Context: an optimization exercise on an open-source flow, tuned for small area, a short achievable clock period and few clock cycles per item. The choices shown serve that exercise and are no tape-out recipe.
Function was checked by simulation only, so behaviour that the tests miss may differ from the original.

==> run.sh <==
#!/bin/bash
# synth_recipe.tcl (not shown) runs the flow's synth.tcl, then flattens the netlist and writes it again
# the make line also repeats each setting of config.mk as NAME=value (left out here)
make -C /OpenROAD-flow-scripts/flow DESIGN_CONFIG=/design/flow/config.mk WORK_HOME=/design/flow/orfs CLKGATE_MAP_FILE= SYNTH_SCRIPT=/design/flow/synth_recipe.tcl finish
==> config.mk <==
export PLATFORM = sky130hd
export DESIGN_NAME = bfp_encoder
export DESIGN_NICKNAME = bfp_encoder
export VERILOG_FILES = /design/flow/design.v
export SDC_FILE = /design/flow/constraint.sdc
export NUM_CORES = 8
export LEC_CHECK = 0
export ABC_CLOCK_PERIOD_IN_PS = 40000
export CAP_MARGIN = 20
export CORE_MARGIN = 2
export CORE_UTILIZATION = 40
export SETUP_SLACK_MARGIN = 1.0
export SLEW_MARGIN = 20
==> constraint.sdc <==
create_clock -name core_clock -period 55.0 [get_ports {clk}]
set_input_delay 11.0000 -clock core_clock [delete_from_list [all_inputs] [get_ports {clk}]]
set_output_delay 11.0000 -clock core_clock [all_outputs]
set_load 0.01 [all_outputs]
==> design.v <==
module bfp_encoder (
    input  wire          clk,
    input  wire          rst,
    input  wire          in_valid,
    output wire          in_ready,
    input  wire [1023:0] in_data,      
    input  wire [1:0]    in_fmt,       
    input  wire          in_nudge,     
    input  wire          in_stoch,     
    input  wire          in_reseed,    
    input  wire [15:0]   in_seed,
    output wire          out_valid,
    input  wire          out_ready,
    output reg  [527:0]  out_block,    
    output wire [3:0]    out_flags     
);
    localparam [1:0] S_IDLE = 2'd0, S_ANALYZE = 2'd1, S_ROUND = 2'd2, S_DONE = 2'd3;
    localparam [15:0] SEED_DEFAULT = 16'hACE1;
    function [15:0] lfsr_step;
        input [15:0] s;
        begin
            lfsr_step = s[0] ? ((s >> 1) ^ 16'hB400) : (s >> 1);
        end
    endfunction
    function [24:0] round_q;
        input [23:0] m;
        input [5:0]  sh;
        input        stoch;
        input [15:0] r;
        reg   [63:0] x;
        reg   [23:0] ip;
        reg   [15:0] f;
        reg          sticky;
        reg          up;
        reg   [16:0] sum;
        begin
            x      = {m, 40'd0} >> sh;
            ip     = x[63:40];
            f      = x[39:24];
            sticky = |x[23:0];
            sum    = {1'b0, f} + {1'b0, r};
            if (stoch)
                up = sum[16];
            else
                up = f[15] & ((|f[14:0]) | sticky | ip[0]);
            round_q = {1'b0, ip} + {24'd0, up};
        end
    endfunction
    function [5:0] shift_amt;
        input [4:0] base;    
        input [7:0] e_blk;
        input [7:0] ex;
        input [1:0] n;
        reg   [9:0] s;
        begin
            s = {5'd0, base} + {2'd0, e_blk} - {2'd0, ex} - {8'd0, n};
            shift_amt = (s > 10'd63) ? 6'd63 : s[5:0];
        end
    endfunction
    reg  [1:0]    state;
    reg  [4:0]    idx;
    reg  [1023:0] data;
    reg  [1:0]    fmt;
    reg           nudge_en;
    reg           stoch;
    reg  [15:0]   lfsr;
    reg  [7:0]    blk_e;
    reg  [1:0]    nud [0:3];
    reg           cls_nan;
    reg           cls_zero;
    reg           has_inf;
    reg           f_ftz;
    reg           f_sat;
    reg           f_loss;
    reg           kept;
    reg           el_sign [0:31];
    reg  [14:0]   el_mag  [0:31];
    assign in_ready  = (state == S_IDLE);
    assign out_valid = (state == S_DONE);
    reg [4:0]  base_sh;    
    reg [14:0] top;        
    always @(*) begin
        case (fmt)
            2'd1:    begin base_sh = 5'd21; top = 15'h0007; end
            2'd2:    begin base_sh = 5'd17; top = 15'h007F; end
            default: begin base_sh = 5'd9;  top = 15'h7FFF; end
        endcase
    end
    reg        a_nan, a_inf, a_sub, a_fin;
    reg [30:0] sub_max [0:3];
    reg [30:0] blk_max;
    reg [24:0] rq;
    reg [8:0]  e_raw;
    reg [7:0]  e_sel;
    reg        e_cap;
    reg [1:0]  n_sel [0:3];
    integer    i, j, n;
    reg [31:0] w;
    reg [7:0]  wex;
    reg [22:0] wfr;
    always @(*) begin
        a_nan = 1'b0;
        a_inf = 1'b0;
        a_sub = 1'b0;
        a_fin = 1'b0;
        for (j = 0; j < 4; j = j + 1)
            sub_max[j] = 31'd0;
        for (i = 0; i < 32; i = i + 1) begin
            w   = data[32*i +: 32];
            wex = w[30:23];
            wfr = w[22:0];
            if (wex == 8'hFF) begin
                if (wfr != 23'd0) a_nan = 1'b1;
                else              a_inf = 1'b1;
            end else if (wex == 8'h00) begin
                if (wfr != 23'd0) a_sub = 1'b1;
            end else begin
                a_fin = 1'b1;
                if (w[30:0] > sub_max[i/8])
                    sub_max[i/8] = w[30:0];
            end
        end
        blk_max = sub_max[0];
        for (j = 1; j < 4; j = j + 1)
            if (sub_max[j] > blk_max)
                blk_max = sub_max[j];
        rq    = round_q({1'b1, blk_max[22:0]}, {1'b0, base_sh}, 1'b0, 16'd0);
        e_raw = {1'b0, blk_max[30:23]} + ((rq > {10'd0, top}) ? 9'd1 : 9'd0);
        e_cap = (e_raw > 9'd254);
        e_sel = e_cap ? 8'd254 : e_raw[7:0];
        if (a_inf)
            e_sel = 8'd254;
        for (j = 0; j < 4; j = j + 1) begin
            n_sel[j] = 2'd0;
            if (nudge_en && !a_inf && sub_max[j] != 31'd0) begin
                for (n = 1; n < 4; n = n + 1) begin
                    rq = round_q({1'b1, sub_max[j][22:0]},
                                 shift_amt(base_sh, e_sel, sub_max[j][30:23], n[1:0]),
                                 1'b0, 16'd0);
                    if (rq <= {10'd0, top})
                        n_sel[j] = n[1:0];
                end
            end
        end
    end
    reg [31:0] cur;
    reg [15:0] draw;
    reg [24:0] mq;
    reg        r_sat, r_loss, r_kept;
    reg        r_sign;
    reg [14:0] r_mag;
    always @(*) begin
        cur    = data[32*idx +: 32];
        draw   = lfsr_step(lfsr);
        r_sat  = 1'b0;
        r_loss = 1'b0;
        r_kept = 1'b0;
        r_sign = 1'b0;
        r_mag  = 15'd0;
        mq     = 25'd0;
        if (cur[30:23] == 8'hFF) begin
            r_sign = cur[31];
            r_mag  = top;
            r_kept = 1'b1;
        end else if (cur[30:23] != 8'h00) begin
            mq = round_q({1'b1, cur[22:0]},
                         shift_amt(base_sh, blk_e, cur[30:23], nud[idx[4:3]]),
                         stoch, draw);
            if (mq > {10'd0, top}) begin
                r_mag = top;
                r_sat = 1'b1;
            end else begin
                r_mag = mq[14:0];
            end
            if (r_mag == 15'd0) begin
                r_loss = 1'b1;
            end else begin
                r_sign = cur[31];
                r_kept = 1'b1;
            end
        end
    end
    integer k;
    always @(posedge clk) begin
        if (rst) begin
            state <= S_IDLE;
            idx   <= 5'd0;
            lfsr  <= SEED_DEFAULT;
        end else begin
            case (state)
                S_IDLE: begin
                    if (in_valid) begin
                        data     <= in_data;
                        fmt      <= in_fmt;
                        nudge_en <= in_nudge;
                        stoch    <= in_stoch;
                        if (in_reseed)
                            lfsr <= (in_seed == 16'd0) ? SEED_DEFAULT : in_seed;
                        state    <= S_ANALYZE;
                    end
                end
                S_ANALYZE: begin
                    blk_e    <= e_sel;
                    for (k = 0; k < 4; k = k + 1)
                        nud[k] <= n_sel[k];
                    cls_nan  <= a_nan;
                    cls_zero <= !a_nan && !a_inf && !a_fin;
                    has_inf  <= a_inf;
                    f_ftz    <= a_sub;
                    f_sat    <= a_inf || (e_cap && !a_inf);
                    f_loss   <= 1'b0;
                    kept     <= 1'b0;
                    idx      <= 5'd0;
                    state    <= S_ROUND;
                end
                S_ROUND: begin
                    if (stoch)
                        lfsr <= draw;
                    el_sign[idx] <= r_sign;
                    el_mag[idx]  <= r_mag;
                    if (r_sat)  f_sat  <= 1'b1;
                    if (r_loss) f_loss <= 1'b1;
                    if (r_kept) kept   <= 1'b1;
                    idx <= idx + 5'd1;
                    if (idx == 5'd31)
                        state <= S_DONE;
                end
                S_DONE: begin
                    if (out_ready)
                        state <= S_IDLE;
                end
            endcase
        end
    end
    reg [3:0] flags;
    assign out_flags = flags;
    always @(*) begin
        out_block = 528'd0;
        flags     = 4'd0;
        if (cls_nan) begin
            out_block[7:0] = 8'hFF;
            flags[3]       = 1'b1;
        end else if (cls_zero) begin
            flags[1]       = f_ftz;
        end else if (!kept) begin
            flags[1]       = f_ftz;
            flags[2]       = f_sat;
            flags[0]       = 1'b1;
        end else begin
            flags[0]        = f_loss;
            flags[1]        = f_ftz;
            flags[2]        = f_sat;
            out_block[7:0]  = blk_e;
            out_block[15:8] = {nud[3], nud[2], nud[1], nud[0]};
            for (i = 0; i < 32; i = i + 1) begin
                case (fmt)
                    2'd1: out_block[16 + 4*i +: 4]  = {el_sign[i], el_mag[i][2:0]};
                    2'd2: out_block[16 + 8*i +: 8]  = {el_sign[i], el_mag[i][6:0]};
                    default:
                          out_block[16 + 16*i +: 16] = {el_sign[i], el_mag[i][14:0]};
                endcase
            end
        end
    end
endmodule
==> results of run 1 <==
==> registers in the layout, indices dropped and copies added (netlist names), 2 cells and up <==
register  flops
nud           8
idx           5
el_mag      480
el_sign      32
lfsr         16
fmt           2
blk_e         8
data       1024
state         2
==> cell usage in the layout (no fill, tap or decap), drive strengths merged, types with 154 or more instances in the layout <==
cell	netlist	layout
a21o	263	263
nor4	441	441
a21oi	1287	1287
nor2b	167	167
clkdlybuf4s50	0	1582
a22oi	242	242
o21ai	924	924
xnor2	242	242
nand4	424	424
nand2b	178	178
mux4	259	259
and2	342	342
clkbuf	634	219
a211oi	178	178
o22ai	195	195
mux2	284	284
nor2	1752	1752
ha	1178	1178
xor2	156	156
nand3	390	390
nand2	1295	1295
nor3	376	376
edfxtp	1562	1562
a31oi	154	154
buf	237	376
mux2i	519	519
inv	873	883
==> routing by layer <==
metal	track usage	part of all wire
met1	0.484	0.35
met2	0.673	0.44
met3	0.122	0.11
met4	0.380	0.11
met5	0.00679	0.00079
==> worst max-delay path, delay by kind of cell, from the launching register on <==
family,cells,cell delay [ns]
compound gates,107,22.29
simple gates,93,13.90
fa+ha+maj,18,5.90
buf+inv,12,4.40
mux,7,2.82
flops,1,0.51
xor+xnor,3,0.50
==> synth_stat cells, types with 262 or more instances <==
master                     count  area share
sky130_fd_sc_hd__o21ai_0     830       0.029
sky130_fd_sc_hd__nor4_1      432       0.019
sky130_fd_sc_hd__nand3_1     382       0.013
sky130_fd_sc_hd__mux2i_1     510       0.035
sky130_fd_sc_hd__a21oi_1    1272       0.044
sky130_fd_sc_hd__mux2_2      276       0.022
sky130_fd_sc_hd__and2_1      340       0.015
sky130_fd_sc_hd__nor3_1      358       0.012
sky130_fd_sc_hd__nand2_1    1292       0.034
sky130_fd_sc_hd__inv_1       868       0.023
sky130_fd_sc_hd__clkbuf_1    634       0.017
sky130_fd_sc_hd__nand4_1     423       0.018
sky130_fd_sc_hd__edfxtp_1   1562        0.33
sky130_fd_sc_hd__a21o_1      262       0.014
sky130_fd_sc_hd__nor2_1     1740       0.045
sky130_fd_sc_hd__ha_1       1178        0.10
==> logic make-up (layout without fill, tap and decap cells) <==
logic type	count (synthesis)	count (layout)	synth area share
adder cells (fa/ha/maj)	1203	1203	0.105
other	0	92	0
AO/OA/AOI/OAI	4359	4361	0.198
AND/OR/NAND/NOR	5811	5811	0.198
buffers and inverters	1770	3193	0.0478
flip-flops	1585	1585	0.328
multiplexers	1062	1062	0.0992
XOR/XNOR	398	398	0.0242
==> path summary, 6_finish.rpt <==
path | cells after the start | slack, ns | start | endpoint
worst max register to register | 240 | 4.21 | data[537]$_DFFE_PP_ | nud[1][1]$_SDFFCE_PN0P_
worst min-delay path | 1 | 0.49 | lfsr[11]$_SDFFE_PP1P_ | lfsr[11]$_SDFFE_PP1P_
worst min register to register | 1 | 0.49 | lfsr[11]$_SDFFE_PP1P_ | lfsr[11]$_SDFFE_PP1P_
worst max-delay path | 240 | 4.21 | data[537]$_DFFE_PP_ | nud[1][1]$_SDFFCE_PN0P_
==> area by class of cell <==
cell class / count / share of cell area
Multi-Input combinational cell: 12800 / 0.527
Sequential cell: 1585 / 0.275
Timing Repair Buffer: 1958 / 0.108
Tap cell: 4773 / 0.0346
Clock buffer: 219 / 0.0281
Inverter: 899 / 0.0196
Clock inverter: 117 / 0.00673
Antenna cell: 92 / 0.00133
==> metrics by stage <==
| step | util | hold slack [ns] | area (um2) |
|---|---|---|---|
| after floorplan | - | 0.449 | 144000 |
| after global placement | 0.462 | 0.470 | 166000 |
| after detailed placement | 0.463 | 0.475 | 166000 |
| after CTS | 0.479 | 0.489 | 172000 |
| after global routing | 0.480 | 0.516 | 172000 |
| final | 0.481 | 0.491 | 173000 |
==> repair_timing <==
action	4_1_cts	5_1_grt
setup endpoints to repair	0	8
resized for setup	0	23
buffers inserted	0	6
==> results.sh, run 1 <==
export IMPL_core_area_mm2=0.359
export IMPL_timing_hold_worst_class="flop to flop"
export IMPL_worstMarginPinSlew_ns=1.29
export IMPL_detailedRoute_firstPassIterationCount=9
export IMPL_syn_nets=18400
export IMPL_crit_arrival_ns=51.51
export IMPL_cpMostUsedCell="sky130_fd_sc_hd__o21ai_0"
export IMPL_h_tree_depth=4
export IMPL_critPathCaptureType="flop"
export IMPL_cts_tree="done"
export IMPL_final_nets=19700
export IMPL_crit_type="flop to flop"
export IMPL_synth_yosys_warnings=4
export IMPL_synth_lib_cells_used_distinct=148
export IMPL_hold_buffers=0
export IMPL_clock_sink_count=1585
export IMPL_post_route_cells_drive_above_1_share=0.0937
export IMPL_synth_seq_cells=1585
export IMPL_area_sequential_mm2=0.0474
export IMPL_clkTransAtPathRegs_ns=0.06
export IMPL_grt_ovfl_total=0
export IMPL_outcome="no timing/DRC/antenna violations"
export IMPL_setup_violations=0
export IMPL_syn_cell_area_mm2=0.144
export IMPL_portBuffers=1582
export IMPL_synth_ff_type="sky130_fd_sc_hd__edfxtp_1"
export IMPL_synth_seq_area_share=0.328
export IMPL_multi_input_area_mm2=0.0909
export IMPL_die_ar_mm2=0.365
export IMPL_slew_headroom=0.117
export IMPL_grtUsageTotal=0.432
export IMPL_grt_max_degree=220
export IMPL_numCtsBuffers=187
export IMPL_start_util=0.402
export IMPL_numPlacedInstances=22000
export IMPL_clock_skew_final_ns=0.0929
export IMPL_route_vias_total=148000
export IMPL_design_portCount=1583
export IMPL_timing_final_crit_period_ns=50.79
export IMPL_crit_path_max_fanout=62
export IMPL_fp_dieW_um=604
export IMPL_ctsRootBufferMaster="sky130_fd_sc_hd__clkbuf_16"
export IMPL_slew_violations=0
export IMPL_route_final_wire_length_mm=823
export IMPL_place_congestion=1.12
export IMPL_worst_path_slowest_cell="sky130_fd_sc_hd__mux2i_1"
export IMPL_vias_in_the_first_global_route=138000
export IMPL_num_fill_cells=34600
export IMPL_drt_iter0_markers=20200
export IMPL_number_of_antenna_violations_at_the_first_check_in_global_routing=140
export IMPL_timing_hold_violations_final=0
export IMPL_category_of_the_worst_setup_path_launch_point="flop"
export IMPL_synth_edff_count=1562
export IMPL_wire_length_of_the_first_global_routing_pass_mm=1110
export IMPL_post_route_drc_count=0
export IMPL_dp_final_hpwl_mm=662
export IMPL_clock_latency_on_the_worst_skew_pair_ns=0.94
export IMPL_worst_setup_slack_post_dpl_ns=3.80
export IMPL_cts_root_to_sink_buffers=4
export IMPL_fmax_mhz=19.7
export IMPL_detail_route_wl_per_cell_um=36.6
export IMPL_post_route_worst_setup_slack_ns=4.21
export IMPL_num_rows=220
export IMPL_via_per_inst=6.60
export IMPL_instances_no_fill=22500
export IMPL_period_share=0.923
export IMPL_syn_to_final_growth_pct=19.7
export IMPL_slowest_delay_ns=0.83
export IMPL_maxCapViolations=0
export IMPL_totalNegativeSetupSlack_ns=0
export IMPL_die_y_um=604
export IMPL_syn_mean_instance_area_um2=8.91
export IMPL_netlist_instances=16200
export IMPL_rsz0062_at_grt="false"
export IMPL_worst_path_required_time_ns=55.72
export IMPL_antenna_left=0
export IMPL_postSynth_asyncResetShare=0
Testbench counts, summed over its fixed seeds: cycles 143,368, blocks 4,096.
==> inputs of run 2 (changes only) <==
==> design.v (replaced) <==
module bfp_encoder (
    input  wire          clk,
    input  wire          rst,
    input  wire          in_valid,
    output wire          in_ready,
    input  wire [1023:0] in_data,      
    input  wire [1:0]    in_fmt,       
    input  wire          in_nudge,     
    input  wire          in_stoch,     
    input  wire          in_reseed,    
    input  wire [15:0]   in_seed,
    output wire          out_valid,
    input  wire          out_ready,
    output wire [527:0]  out_block,    
    output wire [3:0]    out_flags     
);
    localparam [15:0] SEED_DEFAULT = 16'hACE1;
    function [15:0] lfsr_step;
        input [15:0] s;
        begin
            lfsr_step = s[0] ? ((s >> 1) ^ 16'hB400) : (s >> 1);
        end
    endfunction
    function [8:0] max9;
        input [8:0] a;
        input [8:0] b;
        begin
            max9 = (a > b) ? a : b;
        end
    endfunction
    wire fmt4 = (in_fmt == 2'd1);
    wire fmt8 = (in_fmt == 2'd2);
    reg  [15:0] lfsr;
    wire [15:0] s0 = in_reseed ? ((in_seed == 16'd0) ? SEED_DEFAULT : in_seed) : lfsr;
    wire [15:0] draw [0:32];
    assign draw[0] = s0;
    genvar gi;
    generate
        for (gi = 0; gi < 32; gi = gi + 1) begin : g_draw
            assign draw[gi+1] = lfsr_step(draw[gi]);
        end
    endgenerate
    wire [31:0] e_nrm, e_nan, e_inf, e_sub;
    wire [8:0]  key [0:31];
    generate
        for (gi = 0; gi < 32; gi = gi + 1) begin : g_cls
            wire [31:0] x   = in_data[32*gi +: 32];
            wire        exz = ~|x[30:23];
            wire        exo = &x[30:23];
            wire        frz = ~|x[22:0];
            wire        ovf = (&x[22:20]) & (fmt4 | ((&x[19:16]) & (fmt8 | (&x[15:8]))));
            assign e_nrm[gi] = ~exz & ~exo;
            assign e_nan[gi] = exo & ~frz;
            assign e_inf[gi] = exo & frz;
            assign e_sub[gi] = exz & ~frz;
            assign key[gi]   = e_nrm[gi] ? {x[30:23], ovf} : 9'd0;
        end
    endgenerate
    wire has_nan = |e_nan;
    wire has_inf = |e_inf;
    wire has_nrm = |e_nrm;
    wire has_sub = |e_sub;
    wire [8:0] smax [0:3];
    generate
        for (gi = 0; gi < 4; gi = gi + 1) begin : g_smax
            wire [8:0] m01 = max9(key[8*gi+0], key[8*gi+1]);
            wire [8:0] m23 = max9(key[8*gi+2], key[8*gi+3]);
            wire [8:0] m45 = max9(key[8*gi+4], key[8*gi+5]);
            wire [8:0] m67 = max9(key[8*gi+6], key[8*gi+7]);
            assign smax[gi] = max9(max9(m01, m23), max9(m45, m67));
        end
    endgenerate
    wire [8:0] bmax = max9(max9(smax[0], smax[1]), max9(smax[2], smax[3]));
    wire [7:0] k_blk = bmax[8:1] + {7'd0, bmax[0]};       
    wire       e_cap = &k_blk;
    wire [7:0] blk_e = (has_inf | e_cap) ? 8'd254 : k_blk;
    wire [4:0] fmt_c = fmt4 ? 5'd12 : (fmt8 ? 5'd8 : 5'd0);
    wire [1:0] nud [0:3];
    wire [8:0] sbase [0:3];
    generate
        for (gi = 0; gi < 4; gi = gi + 1) begin : g_nud
            wire [7:0] sk   = smax[gi][8:1] + {7'd0, smax[gi][0]};
            wire [8:0] diff = {1'b0, blk_e} - {1'b0, sk};
            wire       en   = in_nudge & ~has_inf & (smax[gi] != 9'd0) & ~diff[8];
            assign nud[gi]   = ~en ? 2'd0 : ((diff[7:2] != 6'd0) ? 2'd3 : diff[1:0]);
            assign sbase[gi] = {1'b0, blk_e} - {7'd0, nud[gi]} + {4'd0, fmt_c};
        end
    endgenerate
    wire [15:0] el_code [0:31];
    wire [31:0] el_sat, el_loss;
    generate
        for (gi = 0; gi < 32; gi = gi + 1) begin : g_rnd
            wire [31:0] x    = in_data[32*gi +: 32];
            wire [23:0] mant = {1'b1, x[22:0]};
            wire [8:0]  t    = sbase[gi/8] - {1'b0, x[30:23]};
            wire        tbig = (t[8:5] != 4'd0) | (&t[4:0]);       
            wire [30:0] v    = tbig ? 31'd0 : ({mant, 7'd0} >> t[4:0]);
            wire [7:0]  pre;
            assign pre[0] = mant[0];
            genvar gk;
            for (gk = 1; gk < 8; gk = gk + 1) begin : g_pre
                assign pre[gk] = pre[gk-1] | mant[gk];
            end
            wire        stk  = (t[8:3] == 6'd1) & pre[t[2:0]];
            wire [16:0] ssum = {1'b0, v[15:0]} + {1'b0, draw[gi+1]};
            wire        up   = in_stoch ? ssum[16]
                                        : (v[15] & (v[16] | (|v[14:0]) | stk));
            wire [15:0] mi   = {1'b0, v[30:16]} + {15'd0, up};
            wire        sat  = fmt4 ? mi[3] : (fmt8 ? mi[7] : mi[15]);
            wire [14:0] top  = fmt4 ? 15'h0007 : (fmt8 ? 15'h007F : 15'h7FFF);
            wire [14:0] mag  = e_inf[gi] ? top
                             : ~e_nrm[gi] ? 15'd0
                             : sat ? top : mi[14:0];
            wire        mz   = (mag == 15'd0);
            assign el_code[gi] = {x[31] & ~mz, mag};
            assign el_sat[gi]  = e_nrm[gi] & sat;
            assign el_loss[gi] = e_nrm[gi] & mz;
        end
    endgenerate
    reg [527:0] blk;
    reg [3:0]   flg;
    integer i;
    always @(*) begin
        blk = 528'd0;
        flg = 4'd0;
        if (has_nan) begin
            blk[7:0] = 8'hFF;
            flg[3]   = 1'b1;
        end else if (!has_nrm && !has_inf) begin
            flg[1]   = has_sub;
        end else begin
            flg[0]    = |el_loss;
            flg[1]    = has_sub;
            flg[2]    = has_inf | e_cap | (|el_sat);
            blk[7:0]  = blk_e;
            blk[15:8] = {nud[3], nud[2], nud[1], nud[0]};
            for (i = 0; i < 32; i = i + 1) begin
                if (fmt4)      blk[16 + 4*i +: 4]   = {el_code[i][15], el_code[i][2:0]};
                else if (fmt8) blk[16 + 8*i +: 8]   = {el_code[i][15], el_code[i][6:0]};
                else           blk[16 + 16*i +: 16] = el_code[i];
            end
        end
    end
    reg         ov;
    reg [527:0] ob;
    reg [3:0]   of;
    wire        free = ~ov | out_ready;
    wire        take = in_valid & free & ~rst;
    assign in_ready  = free & ~rst;
    assign out_valid = ov;
    assign out_block = ob;
    assign out_flags = of;
    always @(posedge clk) begin
        if (rst) begin
            ov   <= 1'b0;
            lfsr <= SEED_DEFAULT;
        end else begin
            if (take) begin
                ov   <= 1'b1;
                lfsr <= in_stoch ? draw[32] : s0;
            end else if (out_ready) begin
                ov   <= 1'b0;
            end
        end
        if (free) begin
            ob <= blk;
            of <= flg;
        end
    end
endmodule
==> run 2 against run 1 <==
Effect of this change: cell count up 8.0%; sequential share of layout area is 17 points lower; count of clock-buffer cells in the layout fell by 128; critical path depth down 137; area after synthesis is 9.5% lower.
==> results.sh, run 2 <==
export IMPL_post_cts_setup_buffers=0
export IMPL_hold_path_depth=2
export IMPL_via_per_inst=6.79
export IMPL_fp_dieW_um=575
export IMPL_timing_hold_violations_final=0
export IMPL_netlist_instances=18400
export IMPL_synth_yosys_warnings=1
export IMPL_ctsRootBufferMaster="sky130_fd_sc_hd__clkbuf_16"
export IMPL_post_synth_main_area_contributors="sky130_fd_sc_hd__edfxtp_1 (12%), sky130_fd_sc_hd__ha_1 (11%), sky130_fd_sc_hd__mux2i_1 (7.1%), sky130_fd_sc_hd__a21oi_1 (6.6%), sky130_fd_sc_hd__nand2_1 (6.4%)"
export IMPL_maxCapViolations=0
export IMPL_wire_length_of_the_first_global_routing_pass_mm=1200
export IMPL_worst_path_required_time_ns=55.58
export IMPL_detail_route_wl_per_cell_um=36.9
export IMPL_yosys_top_cells_count="sky130_fd_sc_hd__nand2_1 (2234), sky130_fd_sc_hd__nor2_1 (2127), sky130_fd_sc_hd__a21oi_1 (1715)"
export IMPL_post_route_worst_setup_slack_ns=14.23
export IMPL_worstMarginPinSlew_ns=1.38
export IMPL_detailedRoute_firstPassIterationCount=7
export IMPL_numCtsBuffers=80
export IMPL_postCtsResizedCells=0
export IMPL_hold_buffers=0
export IMPL_slew_violations=0
export IMPL_numPlacedInstances=23900
export IMPL_cell_with_the_most_instances_after_synthesis="sky130_fd_sc_hd__nand2_1"
export IMPL_totalNegativeSetupSlack_ns=0
export IMPL_fmax_mhz=24.5
export IMPL_synth_seq_cells=549
export IMPL_final_nets=21900
export IMPL_grtUsageTotal=0.515
export IMPL_syn_nets=20600
export IMPL_whs_endpoint="lfsr[14]$_SDFFE_PP0P_"
export IMPL_crit_type="input port to flop"
export IMPL_cts_tree="done"
export IMPL_largest_reg_flops=528
export IMPL_outcome="no timing/DRC/antenna violations"
export IMPL_setup_violations=0
export IMPL_clock_sink_count=549
export IMPL_worst_path_slowest_cell="sky130_fd_sc_hd__a221oi_1"
export IMPL_clock_latency_on_the_worst_skew_pair_ns=0.90
export IMPL_h_tree_depth=3
export IMPL_num_rows=209
export IMPL_critical_path_reg2reg_endpoint="of[0]$_SDFFCE_PP0N_"
export IMPL_crit_arrival_ns=41.35
export IMPL_most_common_layout_cells="sky130_fd_sc_hd__nand2_1 (2230), sky130_fd_sc_hd__nor2_1 (2112), sky130_fd_sc_hd__a21oi_1 (1703)"
export IMPL_dp_final_hpwl_mm=737
export IMPL_postLayoutCoreUtil=0.485
export IMPL_synth_edff_count=532
export IMPL_synth_lib_cells_used_distinct=114
export IMPL_reg2reg_slack_ns=42.71
export IMPL_period_share=0.741
export IMPL_largest_register="ob"
export IMPL_critical_path_reg2reg_startpoint="lfsr[3]$_SDFFE_PP0P_"
export IMPL_start_util=0.402
export IMPL_synth_seq_area_share=0.125
export IMPL_number_of_antenna_violations_at_the_first_check_in_global_routing=287
export IMPL_portBuffers=1582
export IMPL_syn_mean_instance_area_um2=7.09
export IMPL_syn_cell_area_mm2=0.130
export IMPL_post_synth_top_area_fraction=0.122
export IMPL_cpMostUsedCell="sky130_fd_sc_hd__ha_1"
export IMPL_postSynth_asyncResetShare=0
export IMPL_grt_max_degree=124
export IMPL_reg_largest_list="ob (528), lfsr (16), of (4)"
export IMPL_die_y_um=575
export IMPL_cell_count_of_the_worst_reg_to_reg_path=35
export IMPL_mostFrequentLayoutCell="sky130_fd_sc_hd__nand2_1"
export IMPL_syn_to_final_growth_pct=20.4
export IMPL_cts_root_to_sink_buffers=4
export IMPL_design_portCount=1583
export IMPL_crit_path_max_fanout=19
export IMPL_worst_setup_slack_post_dpl_ns=14.89
export IMPL_core_area_mm2=0.324
export IMPL_place_congestion=1.15
export IMPL_route_vias_total=165000
export IMPL_critPathCaptureType="flop"
export IMPL_post_synth_top_area_cell="sky130_fd_sc_hd__edfxtp_1"
export IMPL_timing_hold_worst_class="flop to flop"
export IMPL_die_ar_mm2=0.331
export IMPL_slew_headroom=0.0818
export IMPL_post_route_cells_drive_above_1_share=0.0810
export IMPL_hold_path_startpoint="lfsr[14]$_SDFFE_PP0P_"
export IMPL_post_route_drc_count=0
export IMPL_synth_ff_type="sky130_fd_sc_hd__edfxtp_1"
export IMPL_drt_iter0_markers=25700
export IMPL_slowest_delay_ns=1.11
export IMPL_instances_no_fill=24300
export IMPL_clkTransAtPathRegs_ns=0.07
export IMPL_clock_skew_final_ns=0.113
export IMPL_timing_final_crit_period_ns=40.77
export IMPL_route_final_wire_length_mm=896
export IMPL_vias_in_the_first_global_route=146000
export IMPL_antenna_left=0
export IMPL_rsz0062_at_grt="false"
export IMPL_grt_ovfl_total=0
export IMPL_category_of_the_worst_setup_path_launch_point="input port"
[run 2: cell types whose count changed after synthesis, moves of 220 or more]
cell / previous run / this run
sky130_fd_sc_hd__edfxtp_1: 1562 / 532
sky130_fd_sc_hd__a211oi_1: 160 / 447
sky130_fd_sc_hd__nor2_1: 1740 / 2127
sky130_fd_sc_hd__nand3_1: 382 / 688
sky130_fd_sc_hd__clkbuf_1: 634 / 854
sky130_fd_sc_hd__mux2i_1: 510 / 925
sky130_fd_sc_hd__a21oi_1: 1272 / 1715
sky130_fd_sc_hd__nand2_1: 1292 / 2234
sky130_fd_sc_hd__xnor2_1: 242 / 485
[run 2: worst max-delay path: cells and delay by family]
kind | cells | cell delay, ns
AND/OR/NAND/NOR | 32 | 9.61
multiplexers | 4 | 2.65
adder cells (fa/ha/maj) | 14 | 4.40
AO/OA/AOI/OAI | 41 | 10.87
buffers and inverters | 9 | 2.27
XOR/XNOR | 3 | 0.39
[run 2: how the worst max path moves through the flow]
stage	start	to	cells after the start
2_1_floorplan	in_fmt[1]	ob[55]$_SDFFCE_PP0N_	111
3_3_place_gp	in_data[951]	of[0]$_SDFFCE_PP0N_	100
3_5_place_dp	in_fmt[0]	of[0]$_SDFFCE_PP0N_	104
4_1_cts	in_fmt[0]	of[0]$_SDFFCE_PP0N_	104
5_1_grt	in_fmt[0]	of[0]$_SDFFCE_PP0N_	103
6_report	in_fmt[0]	of[0]$_SDFFCE_PP0N_	103
[run 2: cells by family (layout without fill, tap and decap cells)]
family | after synthesis | after routing | share of synthesized area
mux | 1363 | 1363 | 0.129
fa+ha+maj | 1191 | 1191 | 0.116
compound gates | 4910 | 4910 | 0.235
xor+xnor | 829 | 829 | 0.0595
buf+inv | 1733 | 3033 | 0.0501
other cells | 0 | 260 | 0
simple gates | 7815 | 7815 | 0.284
flops | 549 | 549 | 0.125
[run 2: per-stage QoR]
stage,area (um2),hold slack [ns]
finish,157000,0.484
global route,157000,0.508
CTS,156000,0.482
detailed placement,154000,0.466
global placement,154000,0.462
floorplan,130000,0.446
[run 2: layer usage]
metal | up-vias | routed length (um) | GRT usage | share of wire
met1 | 78300 | 324000 | 0.616 | 0.36
met2 | 12300 | 348000 | 0.700 | 0.39
li1 | 71100 | - | - | -
met5 | - | 654 | 0 | 0.00073
met3 | 2913 | 125000 | 0.197 | 0.14
met4 | 94 | 98200 | 0.485 | 0.11
[run 2: layout make-up]
type	count	area, um2
inverters	713	2710
diodes	260	651
repair buffers	2182	20400
multi-input cells	16100	109000
flip-flops and latches	549	16300
clock inverters	47	472
clock buffers	91	2060
fillers	33100	167000
well taps	4325	5410
Testbench counts of run 2, summed over its fixed seeds: cycles 4,112, blocks 4,096.

## what the ideal ports hide
The results above use ideal ports. As a check the final layouts listed here were re-extracted and re-timed, cells and wires unchanged.
Step 1, drivers: a clkbuf_16 drives clk and a buf_2 each remaining input, both assumed.
Step 2 adds t to the input delays and takes it off the output delays; t is the mean of the earliest and latest rising clock arrival at the registers after step 1. Input paths then give back, and output paths get back, about the clock's delay inside the block.
a / b / c = ideal / step 1 / step 2; a / b = the first two.
run	t, ns	setup slack, ns	hold slack, ns	pins driven straight from the clock port
run 1	0.992	4.211 / 4.211 / 4.211	0.491 / 0.491 / 0.491	1
run 2	0.939	14.226 / 14.299 / 13.360	0.484 / 0.484 / 0.484	1
After both steps every run listed still meets setup and hold. For run 2, which loses most, drivers alone change the setup slack by +0.073 ns; drivers and shift together by -0.866 ns.
